Context: an optimization exercise on an open-source flow, tuned for small area. The choices shown serve that exercise and are no tape-out recipe. Where RTL was checked, it was by simulation tests only, not by an equivalence proof against the original. No functional check of the RTL was part of runs 3 to 5. Power is estimated from default activity; no workload was simulated.

### flow/design.v
module sinc4_decim (
    input  wire        clk,
    input  wire        rst,         
    input  wire        in_valid,
    input  wire [8:0]  in_bits,
    output wire        out_valid,
    output wire [3:0]  out_lane,
    output wire [18:0] out_data
);
    reg  [69:0] ring [0:8];
    reg  [8:0]  lb;      
    reg  [3:0]  age;     
    reg  [4:0]  ql;      
    reg         dbl;     
    reg         xo;      
    reg  [3:0]  lane;    
    reg         clr;     
    wire        stb   = in_valid & ~rst;
    wire        pl    = ~age[3] | (age == 4'd8);
    wire        dact  = dbl & (age == 4'd0);
    wire        xn    = pl & lb[lane];
    wire        xold  = dact & xo;
    wire        q25   = dact & (ql == 5'd0);
    wire        shift = pl & ((ql == 5'd24) | q25);
    wire [3:0]  lnext = (lane == 4'd8) ? 4'd0 : lane + 4'd1;
    reg  [56:0] k;
    always @(*) begin
        case ({(q25 ? 5'd25 : ql), xold, xn})
            7'd0: k = {14'd0, 15'd0, 15'd0, 13'd0};
            7'd1: k = {14'd0, 15'd2300, 15'd10400, 13'd2925};
            7'd2: k = {14'd0, 15'd2024, 15'd10328, 13'd3272};
            7'd3: k = {14'd0, 15'd4324, 15'd20728, 13'd6197};
            7'd4: k = {14'd0, 15'd0, 15'd0, 13'd0};
            7'd5: k = {14'd0, 15'd2600, 15'd10425, 13'd2600};
            7'd6: k = {14'd0, 15'd2300, 15'd10400, 13'd2925};
            7'd7: k = {14'd0, 15'd4900, 15'd20825, 13'd5525};
            7'd8: k = {14'd0, 15'd0, 15'd0, 13'd0};
            7'd9: k = {14'd0, 15'd2925, 15'd10400, 13'd2300};
            7'd10: k = {14'd0, 15'd2600, 15'd10425, 13'd2600};
            7'd11: k = {14'd0, 15'd5525, 15'd20825, 13'd4900};
            7'd12: k = {14'd0, 15'd0, 15'd0, 13'd0};
            7'd13: k = {14'd1, 15'd3272, 15'd10328, 13'd2024};
            7'd14: k = {14'd0, 15'd2925, 15'd10400, 13'd2300};
            7'd15: k = {14'd1, 15'd6197, 15'd20728, 13'd4324};
            7'd16: k = {14'd0, 15'd0, 15'd0, 13'd0};
            7'd17: k = {14'd4, 15'd3638, 15'd10212, 13'd1771};
            7'd18: k = {14'd1, 15'd3272, 15'd10328, 13'd2024};
            7'd19: k = {14'd5, 15'd6910, 15'd20540, 13'd3795};
            7'd20: k = {14'd0, 15'd0, 15'd0, 13'd0};
            7'd21: k = {14'd10, 15'd4020, 15'd10055, 13'd1540};
            7'd22: k = {14'd4, 15'd3638, 15'd10212, 13'd1771};
            7'd23: k = {14'd14, 15'd7658, 15'd20267, 13'd3311};
            7'd24: k = {14'd0, 15'd0, 15'd0, 13'd0};
            7'd25: k = {14'd20, 15'd4415, 15'd9860, 13'd1330};
            7'd26: k = {14'd10, 15'd4020, 15'd10055, 13'd1540};
            7'd27: k = {14'd30, 15'd8435, 15'd19915, 13'd2870};
            7'd28: k = {14'd0, 15'd0, 15'd0, 13'd0};
            7'd29: k = {14'd35, 15'd4820, 15'd9630, 13'd1140};
            7'd30: k = {14'd20, 15'd4415, 15'd9860, 13'd1330};
            7'd31: k = {14'd55, 15'd9235, 15'd19490, 13'd2470};
            7'd32: k = {14'd0, 15'd0, 15'd0, 13'd0};
            7'd33: k = {14'd56, 15'd5232, 15'd9368, 13'd969};
            7'd34: k = {14'd35, 15'd4820, 15'd9630, 13'd1140};
            7'd35: k = {14'd91, 15'd10052, 15'd18998, 13'd2109};
            7'd36: k = {14'd0, 15'd0, 15'd0, 13'd0};
            7'd37: k = {14'd84, 15'd5648, 15'd9077, 13'd816};
            7'd38: k = {14'd56, 15'd5232, 15'd9368, 13'd969};
            7'd39: k = {14'd140, 15'd10880, 15'd18445, 13'd1785};
            7'd40: k = {14'd0, 15'd0, 15'd0, 13'd0};
            7'd41: k = {14'd120, 15'd6065, 15'd8760, 13'd680};
            7'd42: k = {14'd84, 15'd5648, 15'd9077, 13'd816};
            7'd43: k = {14'd204, 15'd11713, 15'd17837, 13'd1496};
            7'd44: k = {14'd0, 15'd0, 15'd0, 13'd0};
            7'd45: k = {14'd165, 15'd6480, 15'd8420, 13'd560};
            7'd46: k = {14'd120, 15'd6065, 15'd8760, 13'd680};
            7'd47: k = {14'd285, 15'd12545, 15'd17180, 13'd1240};
            7'd48: k = {14'd0, 15'd0, 15'd0, 13'd0};
            7'd49: k = {14'd220, 15'd6890, 15'd8060, 13'd455};
            7'd50: k = {14'd165, 15'd6480, 15'd8420, 13'd560};
            7'd51: k = {14'd385, 15'd13370, 15'd16480, 13'd1015};
            7'd52: k = {14'd0, 15'd0, 15'd0, 13'd0};
            7'd53: k = {14'd286, 15'd7292, 15'd7683, 13'd364};
            7'd54: k = {14'd220, 15'd6890, 15'd8060, 13'd455};
            7'd55: k = {14'd506, 15'd14182, 15'd15743, 13'd819};
            7'd56: k = {14'd0, 15'd0, 15'd0, 13'd0};
            7'd57: k = {14'd364, 15'd7683, 15'd7292, 13'd286};
            7'd58: k = {14'd286, 15'd7292, 15'd7683, 13'd364};
            7'd59: k = {14'd650, 15'd14975, 15'd14975, 13'd650};
            7'd60: k = {14'd0, 15'd0, 15'd0, 13'd0};
            7'd61: k = {14'd455, 15'd8060, 15'd6890, 13'd220};
            7'd62: k = {14'd364, 15'd7683, 15'd7292, 13'd286};
            7'd63: k = {14'd819, 15'd15743, 15'd14182, 13'd506};
            7'd64: k = {14'd0, 15'd0, 15'd0, 13'd0};
            7'd65: k = {14'd560, 15'd8420, 15'd6480, 13'd165};
            7'd66: k = {14'd455, 15'd8060, 15'd6890, 13'd220};
            7'd67: k = {14'd1015, 15'd16480, 15'd13370, 13'd385};
            7'd68: k = {14'd0, 15'd0, 15'd0, 13'd0};
            7'd69: k = {14'd680, 15'd8760, 15'd6065, 13'd120};
            7'd70: k = {14'd560, 15'd8420, 15'd6480, 13'd165};
            7'd71: k = {14'd1240, 15'd17180, 15'd12545, 13'd285};
            7'd72: k = {14'd0, 15'd0, 15'd0, 13'd0};
            7'd73: k = {14'd816, 15'd9077, 15'd5648, 13'd84};
            7'd74: k = {14'd680, 15'd8760, 15'd6065, 13'd120};
            7'd75: k = {14'd1496, 15'd17837, 15'd11713, 13'd204};
            7'd76: k = {14'd0, 15'd0, 15'd0, 13'd0};
            7'd77: k = {14'd969, 15'd9368, 15'd5232, 13'd56};
            7'd78: k = {14'd816, 15'd9077, 15'd5648, 13'd84};
            7'd79: k = {14'd1785, 15'd18445, 15'd10880, 13'd140};
            7'd80: k = {14'd0, 15'd0, 15'd0, 13'd0};
            7'd81: k = {14'd1140, 15'd9630, 15'd4820, 13'd35};
            7'd82: k = {14'd969, 15'd9368, 15'd5232, 13'd56};
            7'd83: k = {14'd2109, 15'd18998, 15'd10052, 13'd91};
            7'd84: k = {14'd0, 15'd0, 15'd0, 13'd0};
            7'd85: k = {14'd1330, 15'd9860, 15'd4415, 13'd20};
            7'd86: k = {14'd1140, 15'd9630, 15'd4820, 13'd35};
            7'd87: k = {14'd2470, 15'd19490, 15'd9235, 13'd55};
            7'd88: k = {14'd0, 15'd0, 15'd0, 13'd0};
            7'd89: k = {14'd1540, 15'd10055, 15'd4020, 13'd10};
            7'd90: k = {14'd1330, 15'd9860, 15'd4415, 13'd20};
            7'd91: k = {14'd2870, 15'd19915, 15'd8435, 13'd30};
            7'd92: k = {14'd0, 15'd0, 15'd0, 13'd0};
            7'd93: k = {14'd1771, 15'd10212, 15'd3638, 13'd4};
            7'd94: k = {14'd1540, 15'd10055, 15'd4020, 13'd10};
            7'd95: k = {14'd3311, 15'd20267, 15'd7658, 13'd14};
            7'd96: k = {14'd0, 15'd0, 15'd0, 13'd0};
            7'd97: k = {14'd2024, 15'd10328, 15'd3272, 13'd1};
            7'd98: k = {14'd1771, 15'd10212, 15'd3638, 13'd4};
            7'd99: k = {14'd3795, 15'd20540, 15'd6910, 13'd5};
            7'd100: k = {14'd0, 15'd0, 15'd0, 13'd0};
            7'd101: k = {14'd2300, 15'd10400, 15'd2925, 13'd0};
            7'd102: k = {14'd2024, 15'd10328, 15'd3272, 13'd1};
            7'd103: k = {14'd4324, 15'd20728, 15'd6197, 13'd1};
            default: k = 57'd0;
        endcase
    end
    wire [69:0] head = clr ? 70'd0 : ring[8];
    wire [18:0] r0 = head[18:0]  + {6'd0, k[12:0]};
    wire [18:0] r1 = head[37:19] + {4'd0, k[27:13]};
    wire [17:0] r2 = head[55:38] + {3'd0, k[42:28]};
    wire [14:0] r3 = {1'b0, head[69:56]} + {1'b0, k[56:43]};
    wire [69:0] upd = shift ? {14'd0, 3'd0, r3, 1'b0, r2, r1} : {r3[13:0], r2, r1, r0};
    integer i;
    always @(posedge clk) begin
        ring[0] <= upd;
        for (i = 1; i < 9; i = i + 1)
            ring[i] <= ring[i-1];
    end
    always @(posedge clk) begin
        if (rst) begin
            age  <= 4'd15;
            ql   <= 5'd24;
            dbl  <= 1'b0;
            lane <= 4'd0;
            clr  <= 1'b1;
        end else begin
            lane <= lnext;
            if (lane == 4'd8)
                clr <= 1'b0;
            if (stb) begin
                age <= 4'd0;
                ql  <= (ql == 5'd24) ? 5'd0 : ql + 5'd1;
                dbl <= (age == 4'd7);
            end else if (age != 4'd15) begin
                age <= age + 4'd1;
            end
        end
        if (stb) begin
            lb <= in_bits;
            xo <= lb[lnext];
        end
    end
    assign out_valid = shift;
    assign out_lane  = lane;
    assign out_data  = r0;
endmodule
### flow/constraint.sdc
create_clock -name core_clock -period 20.0 [get_ports {clk}]
set_input_delay 4.0000 -clock core_clock [delete_from_list [all_inputs] [get_ports {clk}]]
set_output_delay 4.0000 -clock core_clock [all_outputs]
set_load 0.01 [all_outputs]
### flow/run.sh
#!/bin/bash
# synth_recipe.tcl (not shown) runs the flow's synth.tcl, then flattens the netlist and writes it again
# the make line also repeats each setting of config.mk as NAME=value (left out here)
make -C /OpenROAD-flow-scripts/flow DESIGN_CONFIG=/design/flow/config.mk WORK_HOME=/design/flow/orfs CLKGATE_MAP_FILE= SYNTH_SCRIPT=/design/flow/synth_recipe.tcl finish
### flow/config.mk
export PLATFORM = sky130hd
export DESIGN_NAME = sinc4_decim
export DESIGN_NICKNAME = sinc4_decim
export VERILOG_FILES = /design/flow/design.v
export SDC_FILE = /design/flow/constraint.sdc
export NUM_CORES = 4
export LEC_CHECK = 0
export ABC_AREA = 1
export CAP_MARGIN = 20
export CORE_MARGIN = 2
export CORE_UTILIZATION = 40
export SLEW_MARGIN = 20
==> flow_metrics.py, run 1 <==
metrics = {
    "outcome": {
        "status": "did not finish",
        "stop_error": "ERROR: TCL interpreter returned an error: Source files actually used in the design:",
        "lastStage": "synthesis (1_2_yosys)",
    },
    "synthesis": {
        "synth_warnings": 2,
    },
}
==> run 2: changes to the inputs <==
--- a/flow/config.mk
+++ b/flow/config.mk
@@ -11,2 +11,3 @@
 export CORE_UTILIZATION = 40
 export SLEW_MARGIN = 20
+export SYNTH_MEMORY_MAX_BITS = 16384
==> run 2 against run 1 <==
Now clean on timing, DRC and antenna.
==> flow_metrics.py, run 2 <==
metrics = {
    "outcome": {
        "status": "complete, no violations",
    },
    "timing": {
        "slew-limit-headroom_pct": 34.0,
        "post-route-min-period_ns": 10.69,
        "setup-tns-final_ns": 0,
        "fmax_mhz": 93.6,
        "finClkSkew_ns": 0.0271,
        "drv_slew": 0,
        "setup_violations": 0,
        "hold_viol_final": 0,
        "worstMarginPinSlew_ns": 0.990,
        "period_share_pct": 53.4,
        "grt_setup_unrepaired": "false",
    },
    "critical_path": {
        "path_cells": "buf_4 > nor2_4 > nand3_4 > nor2_8 > nor2_4 > inv_2 > nor2_1 > inv_1 > o21ai_0 > nand3_1 > nand2_1 > a21oi_1 > ha_1 > a21oi_1 > nand2_1 > a21oi_1 > o21ai_0 > a21boi_0 > o21ai_0 > xor2_1 > clkdlybuf4s50_1",
        "rr_worst_depth": 17,
        "r2r_start": "ql[2]$_SDFFE_PP0P_",
        "endpoint_kind": "output port",
        "cpMaxStageDelayCell": "nor2_1",
        "crit_family": "buffers and inverters",
        "crit_path_max_fanout": 54,
        "worstPathArrival_ns": 6.69,
        "cp.depth": 21,
        "critPathLaunchType": "flop",
        "worst-path-buf-inv": 4,
        "critPathKind": "flop to output port",
        "worst_path_largest_cell_delay_ns": 0.72,
        "crit_required_ns": 16.00,
        "timing.rr.end": "ring[0][28]$_DFF_P_",
        "rrSetupSlack_ns": 13.61,
    },
    "routing": {
        "vias_per_cell": 4.95,
        "vias": 14300,
        "first_pass_iters": 5,
        "wl_per_cell_microns": 20.6,
        "wirelength_microns": 59400,
        "antenna_left": 0,
        "drcViolationCount": 0,
        "first_iter_violations": 1038,
    },
    "power_and_ir_drop": {
        "powerDensity_mw_per_mm2": 133,
        "p_total_mw": 3.18,
        "p_leak_nw": 10.5,
        "vdd_drop_max_mv": 0.0847,
    },
    "floorplanning": {
        "fp.dieArea_sq_mm": 0.0536,
        "start_util_pct": 40.4,
        "die_height_microns": 231,
        "rows": 83,
        "ios": 36,
        "coreArea_sq_mm": 0.0512,
        "dieWidth_microns": 231,
    },
    "place": {
        "place_congestion": 0.990,
        "port_buffers": 35,
        "place_area_sq_mm": 0.0217,
        "dp_hpwl_microns": 43300,
    },
    "finish": {
        "multi_input_area_sq_mm": 0.00651,
        "stdcell_area_sq_mm": 0.0238,
        "fillCellCount": 4852,
        "regArea_sq_mm": 0.0132,
        "mostFrequentLayoutCells": "dfxtp_1, nand2_1, inv_1",
        "reg.largest.list": "ring: 630 flops, lb: 9 flops, ql: 5 flops",
        "final_common_cell": "dfxtp_1",
        "layout-drive-gt1-share_pct": 7.80,
        "top_register": "ring",
        "fin_nets": 2237,
        "antennaDiodeCount": 0,
        "largest_register_ffs": 630,
        "syn_to_final_growth_pct": 15.1,
    },
    "global_route": {
        "grt_pass1_vias": 14100,
        "grt_max_degree": 70,
        "antenna_found_initial": 1,
        "gr-total-overflow": 0,
        "grt_pass1_wl_microns": 88600,
        "grt_usage_pct": 22.4,
    },
    "synthesis": {
        "synth_top_area_share_pct": 62.4,
        "synthTopCellsByArea": "dfxtp_1, nand2_1, ha_1",
        "synth_cell_type_count": 56,
        "synth_ff_type": "dfxtp_1",
        "synth_area_per_cell_sq_um": 9.85,
        "synthCells": 2100,
        "synth-edff-count": 10,
        "synth_area_sq_mm": 0.0207,
        "ys_ff_latch": 655,
        "synth_warnings": 2,
        "synth_common_cells": "dfxtp_1, nand2_1, inv_1",
        "synth_area_leader_cell": "dfxtp_1",
        "synthArstFlopShare_pct": 0,
        "synth_fp_nets": 2182,
        "synth.most_common_cell": "dfxtp_1",
        "ys_seq_area_share_pct": 63.8,
    },
    "min_path": {
        "min-delay-path-class": "flop to flop",
        "hold_depth": 0,
        "min_from": "ring[3][0]$_DFF_P_",
        "min_to": "ring[4][0]$_DFF_P_",
    },
    "cts": {
        "clk_latency_ns": 0.64,
        "cts_num_sinks": 655,
        "ctsResizeCount": 0,
        "clk_pin_slew_ns": 0.07,
        "cts_hold_buffers": 0,
        "clockBufferDepth": 3,
        "htree_num_levels": 2,
        "cts_made_buffers": 61,
        "cts_tree": "yes",
        "cts_setup_buffers": 0,
        "cts-root-buf": "clkbuf_16",
    },
    "flow_run": {
        "drv_cap": 0,
    },
}
## run 2: area by class of cell
cell class / count / share of cell area (%)
Clock buffer: 84 / 7.32
Clock inverter: 29 / 1.49
Inverter: 186 / 2.94
Multi-Input combinational cell: 1203 / 27.3
Sequential cell: 655 / 55.5
Tap cell: 680 / 3.57
Timing Repair Buffer: 48 / 1.88
## run 2: worst max path at each step
| stage | from | to | slack (ns) |
|---|---|---|---|
| global placement | ql[2]$_SDFFE_PP0P_ | out_data[11] | 10.10 |
| floorplan | lane[0]$_SDFF_PP0_ | out_data[11] | 12.28 |
| CTS | ql[2]$_SDFFE_PP0P_ | out_data[11] | 9.36 |
| global route | ql[2]$_SDFFE_PP0P_ | out_data[11] | 8.79 |
| finish | ql[2]$_SDFFE_PP0P_ | out_data[11] | 9.31 |
| detailed placement | ql[2]$_SDFFE_PP0P_ | out_data[11] | 10.05 |
## run 2: kinds of logic (layout without fill, tap and decap cells)
family,count (synthesis),count (layout),synth area share (%)
XOR/XNOR,57,57,2.41
buffers and inverters,242,347,4.72
flip-flops,655,655,63.8
AO/OA/AOI/OAI,296,296,7.88
multiplexers,11,11,0.532
adder cells (fa/ha/maj),70,70,4.38
AND/OR/NAND/NOR,769,769,16.2
## run 2: routing by layer
layer	wire length, microns	global-route usage, %	vias to the layer above	part of all wire (%)
li1	-	-	6891	-
met1	27300	29.7	6847	46
met5	13	0	-	0.022
met3	3170	4.08	139	5.3
met2	26200	35.1	393	44
met4	2800	10.8	2	4.7
## run 2: metrics by stage
step	setup slack (ns)	utilization, %	hold WS, ns	instances
after global routing	8.79	46.5	0.323	2885
after CTS	9.36	46.5	0.322	2885
final	9.31	46.5	0.317	2885
after global placement	10.10	42.4	0.310	2772
after detailed placement	10.05	42.4	0.312	2772
after floorplan	12.28	-	0.310	2100
## run 2: power by group
group / leakage [nW] / total [mW] / internal (mW) / switching, mW
sequential: 5.40 / 1.65 / 1.59 / 0.0622
clock: 1.03 / 1.16 / 0.679 / 0.484
combinational: 4.11 / 0.364 / 0.102 / 0.262
total: 10.5 / 3.18 / 2.37 / 0.808
==> run 3: changes to the inputs <==
--- a/flow/design.v
+++ b/flow/design.v
@@ -135,8 +135,11 @@
     end
     wire [69:0] head = clr ? 70'd0 : ring[8];
-    wire [18:0] r0 = head[18:0]  + {6'd0, k[12:0]};
-    wire [18:0] r1 = head[37:19] + {4'd0, k[27:13]};
-    wire [17:0] r2 = head[55:38] + {3'd0, k[42:28]};
-    wire [14:0] r3 = {1'b0, head[69:56]} + {1'b0, k[56:43]};
+    wire [18:0] r0, r1;
+    wire [17:0] r2;
+    wire [14:0] r3;
+    rca #(19, 13) a0 (.a(head[18:0]),  .b(k[12:0]),  .s(r0));
+    rca #(19, 15) a1 (.a(head[37:19]), .b(k[27:13]), .s(r1));
+    rca #(18, 15) a2 (.a(head[55:38]), .b(k[42:28]), .s(r2));
+    rca #(15, 14) a3 (.a({1'b0, head[69:56]}), .b(k[56:43]), .s(r3));
     wire [69:0] upd = shift ? {14'd0, 3'd0, r3, 1'b0, r2, r1} : {r3[13:0], r2, r1, r0};
     integer i;
@@ -174,2 +177,22 @@
     assign out_data  = r0;
 endmodule
+module rca #(parameter W = 8, parameter WB = 8) (
+    input  wire [W-1:0]  a,
+    input  wire [WB-1:0] b,
+    output wire [W-1:0]  s
+);
+    wire [W:0] c;
+    assign c[0] = 1'b0;
+    genvar i;
+    generate
+        for (i = 0; i < W; i = i + 1) begin : g
+            if (i < WB) begin : f
+                assign s[i]   = a[i] ^ b[i] ^ c[i];
+                assign c[i+1] = (a[i] & b[i]) | (c[i] & (a[i] ^ b[i]));
+            end else begin : h
+                assign s[i]   = a[i] ^ c[i];
+                assign c[i+1] = a[i] & c[i];
+            end
+        end
+    endgenerate
+endmodule
==> run 3 against run 2 <==
Global-route usage decreased by 2.0 points. Synthesized area decreased by 7.0%. Clock power about the same. Still clean on timing, DRC and antenna. First-iteration DRC count decreased by 15%. Worst hold slack got worse by 0.010 ns. Power about the same. Non-clock buffer count increased by 6. Sequential share of layout area increased by 3.7 points. Cell count decreased by 14%. Critical path type unchanged. Combinational power decreased by 5%. Setup slack got worse by 2.7 ns. Critical endpoint is now out_data[18].
==> flow_metrics.py, run 3 <==
metrics = {
    "finish": {
        "layout-drive-gt1-share_pct": 9.02,
        "largest_register_ffs": 630,
        "antennaDiodeCount": 0,
        "reg.largest.list": "ring: 630 flops, lb: 9 flops, ql: 5 flops",
        "fin_nets": 1912,
        "top_register": "ring",
        "final_common_cell": "dfxtp_1",
        "fillCellCount": 4388,
        "mostFrequentLayoutCells": "dfxtp_1, nand2_1, inv_1",
        "syn_to_final_growth_pct": 16.0,
        "stdcell_area_sq_mm": 0.0223,
    },
    "floorplanning": {
        "die_height_microns": 223,
        "start_util_pct": 40.4,
        "ios": 36,
        "fp.dieArea_sq_mm": 0.0499,
        "dieWidth_microns": 223,
        "rows": 80,
        "coreArea_sq_mm": 0.0476,
    },
    "synthesis": {
        "synth_fp_nets": 1857,
        "synth_area_per_cell_sq_um": 10.9,
        "synth_warnings": 2,
        "synthCells": 1768,
        "synth_area_sq_mm": 0.0193,
        "ys_seq_area_share_pct": 68.6,
        "synth_common_cells": "dfxtp_1, nand2_1, inv_1",
        "synthArstFlopShare_pct": 0,
        "synth-edff-count": 10,
        "synth_ff_type": "dfxtp_1",
        "synth_area_leader_cell": "dfxtp_1",
        "ys_ff_latch": 655,
        "synth_cell_type_count": 42,
        "synthTopCellsByArea": "dfxtp_1, nand2_1, fa_1",
        "synth_top_area_share_pct": 67.1,
        "synth.most_common_cell": "dfxtp_1",
    },
    "critical_path": {
        "cp_common_cell": "fa_1",
        "crit_required_ns": 16.00,
        "crit_path_max_fanout": 13,
        "cp-startpoint": "lane[0]$_SDFF_PP0_",
        "worstPathArrival_ns": 9.37,
        "r2r_start": "ql[1]$_SDFFE_PP0P_",
        "critPathKind": "flop to output port",
        "cpMaxStageDelayCell": "clkdlybuf4s50_1",
        "rr_worst_depth": 34,
        "endpoint_kind": "output port",
        "worst_path_largest_cell_delay_ns": 0.57,
        "critPathLaunchType": "flop",
    },
    "outcome": {
        "status": "complete, no violations",
    },
    "global_route": {
        "gr-total-overflow": 0,
        "grt_usage_pct": 20.4,
        "antenna_found_initial": 0,
        "grt_pass1_vias": 11800,
        "grt_pass1_wl_microns": 75000,
        "grt_max_degree": 48,
    },
    "min_path": {
        "min_from": "ring[7][21]$_DFF_P_",
        "min-delay-path-class": "flop to flop",
        "hold_depth": 0,
    },
    "power_and_ir_drop": {
        "p_seq_share_pct": 53.2,
        "p_clk_share_pct": 35.9,
        "p_sw_share_pct": 24.9,
        "p_int_mw": 2.39,
        "p_switching_mw": 0.792,
        "vdd_drop_max_mv": 0.0659,
        "p_comb_share_pct": 10.9,
        "powerDensity_mw_per_mm2": 142,
        "p_leak_nw": 9.36,
    },
    "cts": {
        "cts_made_buffers": 60,
        "clk_latency_ns": 0.64,
        "clockBufferDepth": 3,
        "cts-root-buf": "clkbuf_16",
        "cts_tree": "yes",
        "cts_hold_buffers": 0,
        "clk_pin_slew_ns": 0.06,
        "cts_num_sinks": 655,
        "ctsResizeCount": 0,
        "cts_setup_buffers": 0,
        "htree_num_levels": 2,
    },
    "place": {
        "port_buffers": 35,
        "place_congestion": 0.939,
        "dp_hpwl_microns": 35600,
        "place_area_sq_mm": 0.0202,
    },
    "routing": {
        "first_iter_violations": 883,
        "antenna_left": 0,
        "wl_per_cell_microns": 20.1,
        "first_pass_iters": 5,
        "vias": 12000,
        "wirelength_microns": 50000,
        "drcViolationCount": 0,
        "vias_per_cell": 4.82,
    },
    "timing": {
        "fmax_mhz": 74.8,
        "post-route-min-period_ns": 13.37,
        "drv_slew": 0,
        "hold_viol_final": 0,
        "setup_violations": 0,
        "setup-tns-final_ns": 0,
        "finClkSkew_ns": 0.0350,
        "grt_setup_unrepaired": "false",
        "period_share_pct": 66.8,
        "worstMarginPinSlew_ns": 0.681,
        "slew-limit-headroom_pct": 54.2,
    },
    "flow_run": {
        "drv_cap": 0,
    },
}
==> run 3: cell families (layout without fill, tap and decap cells) <==
kind of cell               after synthesis  in the layout  share of synthesized area (%)
AOI/OAI and AO/OA                      201            201                           5.73
xor gates and xnor gates                 6              6                          0.273
adders and majority gates               77             77                           7.03
buffers and inverters                  208            313                           4.29
DFF                                    655            655                           68.6
muxes                                   18             18                          0.936
and+or+nand+nor                        603            603                           13.1
==> run 3: worst paths after layout <==
kind                                       endpoint  slack [ns]
worst max-delay path                   out_data[18]        6.63
worst min-delay path            ring[8][21]$_DFF_P_        0.31
worst max register to register  ring[0][36]$_DFF_P_        9.62
worst min register to register  ring[8][21]$_DFF_P_        0.31
==> run 3: routing by layer <==
metal | wire, microns | GRT usage (%) | share of wire [%]
met1 | 23900 | 29.2 | 48
met2 | 21800 | 30.8 | 44
met3 | 2610 | 3.81 | 5.2
met4 | 1710 | 7.68 | 3.4
met5 | 0 | 0 | 0
==> run 3: per-stage QoR <==
stage	std cells	worst slack (ns)	power (mW)	hold WS (ns)	utilization (%)
after global routing	2488	6.08	3.33	0.317	46.9
after floorplan	1768	8.91	1.90	0.310	-
after detailed placement	2376	7.25	2.06	0.312	42.5
after global placement	2376	7.31	2.06	0.310	42.5
after CTS	2488	6.54	3.21	0.311	46.9
final	2488	6.63	3.18	0.306	46.9
==> run 3: critical path: cells and delay by family (launching register included) <==
family,cells,cell delay [ns]
simple gates,12,1.52
fa+ha+maj,17,5.44
compound gates,1,0.16
buf+inv,5,1.01
xor+xnor,1,0.14
flops,1,0.49
==> run 3: cell type report <==
cell class	count	area, sq um	area share, %
Sequential cell	655	13200	59.2
Clock buffer	85	1790	8.00
Multi-Input combinational cell	905	5220	23.4
Timing Repair Buffer	54	493	2.21
Inverter	147	554	2.48
Clock inverter	27	289	1.29
Tap cell	615	769	3.45
==> run 3: power groups by stage <==
stage / Sequential [mW] / Clock (mW) / Combinational (mW)
after floorplan: 1.69 / 0 / 0.202
after global placement: 1.71 / 0 / 0.348
after detailed placement: 1.72 / 0 / 0.341
after CTS: 1.70 / 1.17 / 0.344
after global routing: 1.72 / 1.23 / 0.377
final: 1.69 / 1.14 / 0.346
==> run 4: changes to the inputs <==
--- a/flow/config.mk
+++ b/flow/config.mk
@@ -10,4 +10,7 @@
 export CORE_MARGIN = 2
 export CORE_UTILIZATION = 40
+export CTS_BUF_LIST = sky130_fd_sc_hd__clkbuf_8
+export CTS_CLUSTER_DIAMETER = 60
+export CTS_CLUSTER_SIZE = 20
 export SLEW_MARGIN = 20
 export SYNTH_MEMORY_MAX_BITS = 16384
==> run 4 against run 3 <==
Combinational power about the same. Critical path depth unchanged. Non-clock buffer count unchanged. Utilization is 2.7 points lower. Critical endpoint unchanged. Highest routed layer unchanged. Wire length fell by 1.5%.
==> flow_metrics.py, run 4 <==
metrics = {
    "floorplanning": {
        "dieWidth_microns": 223,
        "coreArea_sq_mm": 0.0476,
        "die_height_microns": 223,
        "ios": 36,
        "start_util_pct": 40.4,
        "rows": 80,
        "fp.dieArea_sq_mm": 0.0499,
    },
    "cts": {
        "clk_pin_slew_ns": 0.11,
        "cts_setup_buffers": 0,
        "htree_num_levels": 2,
        "cts_num_sinks": 655,
        "cts_tree": "yes",
        "clockBufferDepth": 3,
        "cts_hold_buffers": 0,
        "cts-root-buf": "clkbuf_8",
        "cts_made_buffers": 43,
        "clk_latency_ns": 0.65,
        "ctsResizeCount": 0,
    },
    "min_path": {
        "hold_depth": 0,
        "min_from": "ring[3][0]$_DFF_P_",
        "min_to": "ring[4][0]$_DFF_P_",
        "min-delay-path-class": "flop to flop",
    },
    "critical_path": {
        "worst-path-buf-inv": 5,
        "critPathLaunchType": "flop",
        "endpoint_kind": "output port",
        "critPathKind": "flop to output port",
        "crit_required_ns": 16.00,
        "cp_common_cell": "fa_1",
        "crit_family": "adder cells",
        "worstPathArrival_ns": 9.38,
        "r2r_start": "ql[1]$_SDFFE_PP0P_",
        "crit_path_max_fanout": 13,
        "timing.rr.end": "ring[0][36]$_DFF_P_",
        "worst_path_largest_cell_delay_ns": 0.57,
        "cpMaxStageDelayCell": "clkdlybuf4s50_1",
        "rr_worst_depth": 34,
        "rrSetupSlack_ns": 9.59,
    },
    "synthesis": {
        "synthCells": 1768,
        "synth_fp_nets": 1857,
        "synth_cell_type_count": 42,
        "synth_warnings": 2,
        "synth_area_per_cell_sq_um": 10.9,
        "ys_seq_area_share_pct": 68.6,
        "synth-edff-count": 10,
        "synth_top_area_share_pct": 67.1,
        "synthTopCellsByArea": "dfxtp_1, nand2_1, fa_1",
        "synthArstFlopShare_pct": 0,
        "ys_ff_latch": 655,
        "synth.most_common_cell": "dfxtp_1",
        "synth_common_cells": "dfxtp_1, nand2_1, inv_1",
        "synth_ff_type": "dfxtp_1",
        "synth_area_sq_mm": 0.0193,
        "synth_area_leader_cell": "dfxtp_1",
    },
    "routing": {
        "drcViolationCount": 0,
        "antenna_left": 0,
        "first_iter_violations": 900,
        "first_pass_iters": 5,
        "vias_per_cell": 4.84,
        "wl_per_cell_microns": 20.2,
        "vias": 11800,
        "wirelength_microns": 49300,
    },
    "place": {
        "dp_hpwl_microns": 35600,
        "dp_slack_ns": 7.25,
        "port_buffers": 35,
        "place_congestion": 0.939,
        "place_area_sq_mm": 0.0202,
    },
    "finish": {
        "fin_nets": 1895,
        "fillCellCount": 4493,
        "stdcell_area_sq_mm": 0.0211,
        "syn_to_final_growth_pct": 9.37,
        "largest_register_ffs": 630,
        "final_common_cell": "dfxtp_1",
        "reg.largest.list": "ring: 630 flops, lb: 9 flops, ql: 5 flops",
        "top_register": "ring",
        "layout-drive-gt1-share_pct": 6.65,
        "mostFrequentLayoutCells": "dfxtp_1, nand2_1, inv_1",
    },
    "global_route": {
        "gr-total-overflow": 0,
        "grt_usage_pct": 20.1,
        "grt_pass1_vias": 11500,
        "antenna_found_initial": 2,
        "grt_max_degree": 48,
        "grt_pass1_wl_microns": 73800,
    },
    "timing": {
        "post-route-min-period_ns": 13.38,
        "fmax_mhz": 74.8,
        "slew-limit-headroom_pct": 51.6,
        "worstMarginPinSlew_ns": 0.724,
        "setup_violations": 0,
        "finClkSkew_ns": 0.0354,
        "period_share_pct": 66.9,
        "holdWs_ns": 0.303,
        "hold_viol_final": 0,
        "drv_slew": 0,
        "setup-tns-final_ns": 0,
        "grt_setup_unrepaired": "false",
        "worst_slack_ns": 6.62,
    },
    "power_and_ir_drop": {
        "p_leak_nw": 8.76,
        "p_total_mw": 2.67,
        "powerDensity_mw_per_mm2": 127,
        "vdd_drop_max_mv": 0.0558,
    },
    "flow_run": {
        "drv_cap": 0,
    },
    "outcome": {
        "status": "complete, no violations",
    },
}
[run 4: where the power goes]
part	internal, mW	switching (mW)	total, mW
registers	1.62	0.0673	1.69
clock network	0.241	0.396	0.637
logic	0.100	0.245	0.345
total	1.96	0.708	2.67
[run 4: how the worst max path moves through the flow]
stage | from | end | slack, ns | cells past startpoint
5_1_grt | lane[0]$_SDFF_PP0_ | out_data[18] | 6.06 | 36
4_1_cts | lane[0]$_SDFF_PP0_ | out_data[18] | 6.51 | 36
6_report | lane[0]$_SDFF_PP0_ | out_data[18] | 6.62 | 36
3_5_place_dp | lane[0]$_SDFF_PP0_ | out_data[18] | 7.25 | 36
2_1_floorplan | lane[0]$_SDFF_PP0_ | out_data[18] | 8.91 | 35
3_3_place_gp | lane[0]$_SDFF_PP0_ | out_data[18] | 7.31 | 36
[run 4: logic make-up after synthesis]
| kind of cell | synth area share [%] |
|---|---|
| fa+ha+maj | 7.03 |
| xor+xnor | 0.273 |
| buf+inv | 4.29 |
| mux | 0.936 |
| flops | 68.6 |
| simple gates | 13.1 |
| compound gates | 5.73 |
[run 4: routing by layer]
| layer | GRT usage (%) | wire length, microns | up-vias |
|---|---|---|---|
| li1 | - | - | 5653 |
| met4 | 7.89 | 1770 | 0 |
| met2 | 30.0 | 21100 | 352 |
| met1 | 29.1 | 23500 | 5690 |
| met3 | 3.40 | 2840 | 100 |
| met5 | 0 | 0 | - |
[run 4: area by class of cell]
| class | instances | area [sq um] | area share, % |
|---|---|---|---|
| Clock buffer | 44 | 606 | 2.88 |
| Timing Repair Buffer | 54 | 493 | 2.34 |
| Sequential cell | 655 | 13200 | 62.8 |
| Clock inverter | 15 | 198 | 0.939 |
| Multi-Input combinational cell | 905 | 5220 | 24.8 |
| Antenna cell | 1 | 2.50 | 0.0119 |
| Inverter | 147 | 554 | 2.63 |
| Tap cell | 615 | 769 | 3.65 |
[run 4: per-stage QoR]
stage               utilization (%)  std cells
floorplan                         -       1768
global placement               42.5       2376
detailed placement             42.5       2376
CTS                            44.2       2435
global route                   44.2       2436
finish                         44.2       2436
==> run 5: changes to the inputs <==
--- a/flow/config.mk
+++ b/flow/config.mk
@@ -10,7 +10,7 @@
 export CORE_MARGIN = 2
 export CORE_UTILIZATION = 40
-export CTS_BUF_LIST = sky130_fd_sc_hd__clkbuf_8
+export CTS_BUF_LIST = sky130_fd_sc_hd__clkbuf_16
 export CTS_CLUSTER_DIAMETER = 60
-export CTS_CLUSTER_SIZE = 20
+export CTS_CLUSTER_SIZE = 35
 export SLEW_MARGIN = 20
 export SYNTH_MEMORY_MAX_BITS = 16384
==> run 5 against run 4 <==
Count of clock-buffer cells in the layout is 8 lower. Utilization is 1.1 points higher. Setup slack better by 0.076 ns. Sequential cell count stayed put. Combinational power is essentially flat. Synthesized area is the same. Die area unchanged. Register-to-register slack improved by 0.03 ns. First-iteration DRC count rose by 10%. Clock skew down 0.012 ns. Highest routed layer unchanged. Sequential share of layout area shrank 1.6 points. Sequential power about the same.
==> flow_metrics.py, run 5 <==
metrics = {
    "timing": {
        "fmax_mhz": 75.2,
        "post-route-min-period_ns": 13.30,
        "finClkSkew_ns": 0.0233,
        "setup_violations": 0,
        "period_share_pct": 66.5,
        "setup-tns-final_ns": 0,
        "worstMarginPinSlew_ns": 0.740,
        "drv_slew": 0,
        "slew-limit-headroom_pct": 50.1,
        "hold_viol_final": 0,
        "grt_setup_unrepaired": "false",
    },
    "power_and_ir_drop": {
        "powerDensity_mw_per_mm2": 134,
        "p_leak_nw": 8.99,
        "vdd_drop_max_mv": 0.0628,
    },
    "critical_path": {
        "worst-path-buf-inv": 5,
        "r2r_start": "ql[1]$_SDFFE_PP0P_",
        "crit_path_max_fanout": 13,
        "critPathLaunchType": "flop",
        "cp.depth": 36,
        "worst_path_largest_cell_delay_ns": 0.57,
        "endpoint_kind": "output port",
        "worstPathArrival_ns": 9.30,
        "cp_common_cell": "fa_1",
        "critPathKind": "flop to output port",
        "crit_family": "adder cells",
        "timing.rr.end": "ring[0][18]$_DFF_P_",
        "crit_required_ns": 16.00,
        "cpMaxStageDelayCell": "clkdlybuf4s50_1",
        "rr_worst_depth": 35,
        "rrSetupSlack_ns": 9.62,
    },
    "place": {
        "dp_hpwl_microns": 35600,
        "place_congestion": 0.939,
        "port_buffers": 35,
        "dp.cells": 2376,
    },
    "routing": {
        "drcViolationCount": 0,
        "vias": 11700,
        "wl_per_cell_microns": 20.0,
        "first_pass_iters": 5,
        "antenna_left": 0,
        "wirelength_microns": 48900,
        "first_iter_violations": 994,
        "vias_per_cell": 4.80,
    },
    "global_route": {
        "gr-total-overflow": 0,
        "grt_pass1_vias": 11500,
        "grt_pass1_wl_microns": 73600,
        "grt_usage_pct": 20.0,
        "grt_max_degree": 48,
        "antenna_found_initial": 0,
    },
    "synthesis": {
        "synthTopCellsByArea": "dfxtp_1, nand2_1, fa_1",
        "ys_ff_latch": 655,
        "synthArstFlopShare_pct": 0,
        "synth_cell_type_count": 42,
        "synth_warnings": 2,
        "synth_area_leader_cell": "dfxtp_1",
        "synth-edff-count": 10,
        "ys_seq_area_share_pct": 68.6,
        "synth_top_area_share_pct": 67.1,
        "synthCells": 1768,
        "synth.most_common_cell": "dfxtp_1",
        "synth_common_cells": "dfxtp_1, nand2_1, inv_1",
        "synth_area_sq_mm": 0.0193,
        "synth_fp_nets": 1857,
        "synth_ff_type": "dfxtp_1",
        "synth_area_per_cell_sq_um": 10.9,
    },
    "cts": {
        "cts-root-buf": "clkbuf_16",
        "cts_setup_buffers": 0,
        "clk_latency_ns": 0.58,
        "clk_pin_slew_ns": 0.10,
        "cts_num_sinks": 655,
        "ctsResizeCount": 0,
        "cts_hold_buffers": 0,
        "htree_num_levels": 2,
        "cts_made_buffers": 36,
        "cts_tree": "yes",
        "clockBufferDepth": 3,
    },
    "outcome": {
        "status": "complete, no violations",
    },
    "finish": {
        "stdcell_count": 2439,
        "final_common_cell": "dfxtp_1",
        "top_register": "ring",
        "largest_register_ffs": 630,
        "fin_nets": 1888,
        "mostFrequentLayoutCells": "dfxtp_1, nand2_1, inv_1",
        "syn_to_final_growth_pct": 12.2,
        "antennaDiodeCount": 0,
        "layout-drive-gt1-share_pct": 6.80,
        "fin_util_pct": 45.3,
        "reg.largest.list": "ring: 630 flops, lb: 9 flops, ql: 5 flops",
    },
    "floorplanning": {
        "coreArea_sq_mm": 0.0476,
        "fp.dieArea_sq_mm": 0.0499,
        "ios": 36,
        "rows": 80,
        "dieWidth_microns": 223,
        "die_height_microns": 223,
        "start_util_pct": 40.4,
    },
    "min_path": {
        "min_from": "ring[2][24]$_DFF_P_",
        "min_to": "ring[3][24]$_DFF_P_",
        "min-delay-path-class": "flop to flop",
        "hold_depth": 0,
    },
    "flow_run": {
        "drv_cap": 0,
    },
}
-- run 5: cell counts after synthesis --
No cell type changed its count.
-- run 5: stage by stage --
stage / power (mW) / hold WS (ns) / area (sq um) / setup WS, ns
after CTS: 2.92 / 0.314 / 21600 / 6.59
after detailed placement: 2.06 / 0.312 / 20200 / 7.25
after floorplan: 1.90 / 0.310 / 19300 / 8.91
after global routing: 3.03 / 0.316 / 21600 / 6.13
after global placement: 2.06 / 0.310 / 20200 / 7.31
final: 2.89 / 0.311 / 21600 / 6.70
-- run 5: layer usage --
metal  wire length [microns]  GRT usage (%)  up-vias
met5                       0              0        -
met4                    1790           7.46        0
met3                    2360           3.45       87
met2                   21000           29.9      302
met1                   23800           28.9     5663
li1                        -              -     5646
-- run 5: cell type report --
| class | instances | area (sq um) |
|---|---|---|
| fillers | 4457 | 26000 |
| flip-flops and latches | 655 | 13200 |
| multi-input cells | 905 | 5220 |
| clock buffers | 36 | 901 |
| well taps | 615 | 769 |
| inverters | 147 | 554 |
| repair buffers | 54 | 493 |
| clock inverters | 27 | 447 |
-- run 5: how the worst max path moves through the flow --
stage / slack [ns] / from / endpoint
2_1_floorplan: 8.91 / lane[0]$_SDFF_PP0_ / out_data[18]
4_1_cts: 6.59 / lane[0]$_SDFF_PP0_ / out_data[18]
6_report: 6.70 / lane[0]$_SDFF_PP0_ / out_data[18]
3_3_place_gp: 7.31 / lane[0]$_SDFF_PP0_ / out_data[18]
5_1_grt: 6.13 / lane[0]$_SDFF_PP0_ / out_data[18]
3_5_place_dp: 7.25 / lane[0]$_SDFF_PP0_ / out_data[18]
-- run 5: logic make-up (layout without fill, tap and decap cells) --
group	Yosys count	in the layout	share of synthesized area, %
AOI/OAI and AO/OA	201	201	5.73
xor gates and xnor gates	6	6	0.273
adders and majority gates	77	77	7.03
buffers and inverters	208	264	4.29
DFF	655	655	68.6
muxes	18	18	0.936
and+or+nand+nor	603	603	13.1
-- run 5: report_power, final --
part           internal, mW  switching (mW)  total (mW)
sequential             1.62          0.0677        1.69
clock                 0.395           0.465       0.860
combinational        0.0999           0.245       0.345
total                  2.11           0.777        2.89

-- separate check: timing with driven ports --
The flow's constraints put no driver on any port. The routed layouts listed below were extracted and timed again, unchanged, in two steps. Step 1 sets driving cells, clkbuf_16 on the clock port and buf_2 on the other inputs (assumed; they add their load-dependent delay and slew). Step 2 times the ports against the registers' clock, not the clock port: input delays grow and output delays shrink by t, the midpoint of the rising clock arrivals with the driver on. Three values: ideal, step 1, step 2; two values: the first two.
| run | t (ns) | setup slack, ns | worst hold slack (ns) | latest minus earliest clock arrival (ns) | pins driven straight from the clock port |
|---|---|---|---|---|---|
| run 2 | 0.685 | 9.312 / 9.254 / 9.939 | 0.317 / 0.317 / 0.317 | 0.032 / 0.032 | 1 |
| run 3 | 0.672 | 6.633 / 6.580 / 7.253 | 0.306 / 0.306 / 0.306 | 0.036 / 0.035 | 1 |
| run 4 | 0.683 | 6.625 / 6.573 / 7.256 | 0.303 / 0.303 / 0.303 | 0.035 / 0.036 | 1 |
| run 5 | 0.621 | 6.701 / 6.645 / 7.266 | 0.311 / 0.311 / 0.311 | 0.031 / 0.030 | 1 |
After both steps every run listed still meets setup and hold.
